Source: an optimization exercise on an open RTL-to-GDS flow (aim: small area, a short achievable clock period and few clock cycles per item). Production flows keep margins and buffers that such runs may drop.
RTL that was checked went through simulation tests only; none was proved equivalent to the original.

Setup of the baseline:
// keyhash
module keyhash (
    input  wire        clk,
    input  wire        rst_n,
    input  wire        req_valid,
    output wire        req_ready,
    input  wire [7:0]  req_ns,
    input  wire [7:0]  req_len,      
    input  wire        key_valid,
    output wire        key_ready,
    input  wire [31:0] key_data,
    output reg         res_valid,
    output wire [63:0] res_hash,
    output wire [15:0] res_fp
);
Size: about 51000 µm² of cells after synthesis.
clock: 15.0 ns
lec_check: 0
abc_clock_period_in_ps: 4500
cap_margin: 20
core_margin: 2
core_utilization: 40
cts_cluster_diameter: 100
cts_cluster_size: 20
place_density: 0.6
slew_margin: 20
standard.sh (not shown) runs the stock make flow with config.mk's settings and CLKGATE_MAP_FILE= SYNTH_SCRIPT=/design/flow/synth_recipe.tcl, a recipe that flattens the netlist after the stock synthesis.
==> flow/flow/run.sh <==
#!/bin/bash
# The standard layout with three changes in how it is made (the SDC is unchanged):
#  - timing repair aims at a 5 ns period (SETUP_SLACK_MARGIN=10),
#  - the port buffers are buf_1 cells,
#  - after the standard synthesis, fix_inv.py removes inverter pairs that Yosys's
#    full-adder extraction leaves around full adders (registers are not touched).
# Each step's full output goes to a log file of its own in this folder.
set -euo pipefail
ARGS=(SETUP_SLACK_MARGIN=10.5 "BUFFER_PORTS_ARGS=-buffer_cell sky130_fd_sc_hd__buf_1")
RES=orfs/results/sky130hd/keyhash/base
bash standard.sh "${ARGS[@]}" synth > standard_synth.log 2>&1
cp "$RES/1_2_yosys.v" 1_2_yosys.standard.v
python3 flow/fix_inv.py 1_2_yosys.standard.v 1_2_yosys.fixed.v > fix_inv.log 2>&1
cp 1_2_yosys.fixed.v "$RES/1_2_yosys.v"
rm -f "$RES/1_synth.odb" "$RES/1_synth.sdc"
bash standard.sh "${ARGS[@]}" finish > standard_finish.log 2>&1
Other scripts of this flow, unchanged in this note and not shown: flow/flow/fix_inv.py
The baseline | stages: all done | timing, DRC, antenna: all pass
Testbench counts of the baseline, summed over its fixed seeds: cycles 236,508, keys 2,400.
### the baseline -> the candidate
-- flow/design.v --
<<< the baseline, line 94
    reg  [31:0] S1;
    wire [31:0] S0 = rotr(a, 2) ^ rotr(a, 13) ^ rotr(a, 22);
    reg  [31:0] CH;
    wire [31:0] MJ = (a & b) ^ (a & c) ^ (b & c);
    wire [31:0] t_s  = p ^ S1 ^ CH;
>>> the candidate, line 94
    reg  [31:0] S1;
    wire [31:0] S0 = rotr(a, 2) ^ rotr(a, 13) ^ rotr(a, 22);
    wire [31:0] CH = (e & f) ^ (~e & g);
    wire [31:0] MJ = (a & b) ^ (a & c) ^ (b & c);
    wire [31:0] t_s  = p ^ S1 ^ CH;
<<< the baseline, line 138
        e  <= e_nx;
        S1 <= rotr(e_nx, 6) ^ rotr(e_nx, 11) ^ rotr(e_nx, 25);
        CH <= (e_nx & e) ^ (~e_nx & f);
        b <= a; c <= b; d <= c;
        f <= e; g <= f; h <= g;
>>> the candidate, line 138
        e  <= e_nx;
        S1 <= rotr(e_nx, 6) ^ rotr(e_nx, 11) ^ rotr(e_nx, 25);
        b <= a; c <= b; d <= c;
        f <= e; g <= f; h <= g;
--- outcome ---
The candidate — overall routed net length about 2% lower, the baseline as reference
Summary: minimum clock period, the candidate worse than the baseline
The candidate against the baseline: register-to-register slack went down; net count after synthesis down 104; number of flip-flops and latches shows a reduction of 2.6%; synthesized area per cell held steady; worst hold slack lower.
In the candidate relative to the baseline, non-clock buffer count had gone up by more than 10%.
Only the layout flow was run in the candidate; the RTL was not checked for function there.

--- another note on this design; it stands on its own ---

==> flow/design.v (excerpt) <==
module keyhash (
    input  wire        clk,
    input  wire        rst_n,
    input  wire        req_valid,
    output wire        req_ready,
    input  wire [7:0]  req_ns,
    input  wire [7:0]  req_len,      
    input  wire        key_valid,
    output wire        key_ready,
    input  wire [31:0] key_data,
    output reg         res_valid,
    output wire [63:0] res_hash,
    output wire [15:0] res_fp
);
    localparam [31:0] IV0 = 32'h6a09e667, IV1 = 32'hbb67ae85,
                      IV2 = 32'h3c6ef372, IV3 = 32'ha54ff53a,
                      IV4 = 32'h510e527f, IV5 = 32'h9b05688c,
                      IV6 = 32'h1f83d9ab, IV7 = 32'h5be0cd19;
    reg         run;          
    reg [1:0]   st;           
    reg [5:0]   kc;           
    reg         ld;           
    reg         act;          
    reg         first;        
    reg         last;         
    reg         go;           
  ...
export LEC_CHECK = 0
export ABC_CLOCK_PERIOD_IN_PS = 4500
export CAP_MARGIN = 20
export CORE_MARGIN = 2
export CORE_UTILIZATION = 55
export PLACE_DENSITY = 0.75
export SLEW_MARGIN = 20
create_clock -name core_clock -period 15.0 [get_ports {clk}]
standard.sh (not shown) runs the stock make flow with config.mk's settings and CLKGATE_MAP_FILE= SYNTH_SCRIPT=/design/flow/synth_recipe.tcl, a recipe that flattens the netlist after the stock synthesis.
==> flow/flow/run.sh <==
#!/bin/bash
# Standard layout, with timing repair aimed at a 5 ns period (the SDC is unchanged).
set -euo pipefail
bash standard.sh SETUP_SLACK_MARGIN=10 finish > standard_finish.log 2>&1
The starting point produced a clean layout.
Testbench counts at the start, summed over its fixed seeds: cycles 236,508, keys 2,400.
Next try:
- CORE_UTILIZATION: 55 -> 40
- PLACE_DENSITY: 0.75 -> 0.6
Effect:
- routed wire length hardly moves
- synthesized cell count does not change
- global-route usage fell by 8.5 points
- setup slack gets better by 0.095 ns
- worst hold slack is worse by 0.035 ns
- non-clock buffer count came out lower by 18

afterwards: timing with drivers on the ports:
The flow's constraints put no driver on any port. The routed layouts listed below were extracted and timed again, unchanged, in two steps. Step 1 assumes that a clkbuf_16 drives the clock port and a buf_2 every other input. Step 2, shift: input delay + t, output delay - t, t = (earliest + latest rising clock arrival at the registers) / 2. This alone moves slack from input paths to output paths. Slacks: ideal / step 1 / step 2; pairs: ideal / step 1.
run	t, ns	setup WS [ns]	worst register clock-pin slew, ns
the baseline	0.761	10.354 / 10.354 / 9.986	0.10 / 0.10
the candidate	0.776	10.091 / 10.091 / 9.895	0.09 / 0.09
the first run of note 2	0.792	10.010 / 10.010 / 10.010	0.08 / 0.08
the second run of note 2	0.807	10.105 / 10.105 / 9.689	0.07 / 0.07
After both steps every run listed still meets setup and hold. For the second run of note 2, which loses most, drivers alone change the setup slack by 0.000 ns; drivers and shift together by -0.416 ns.
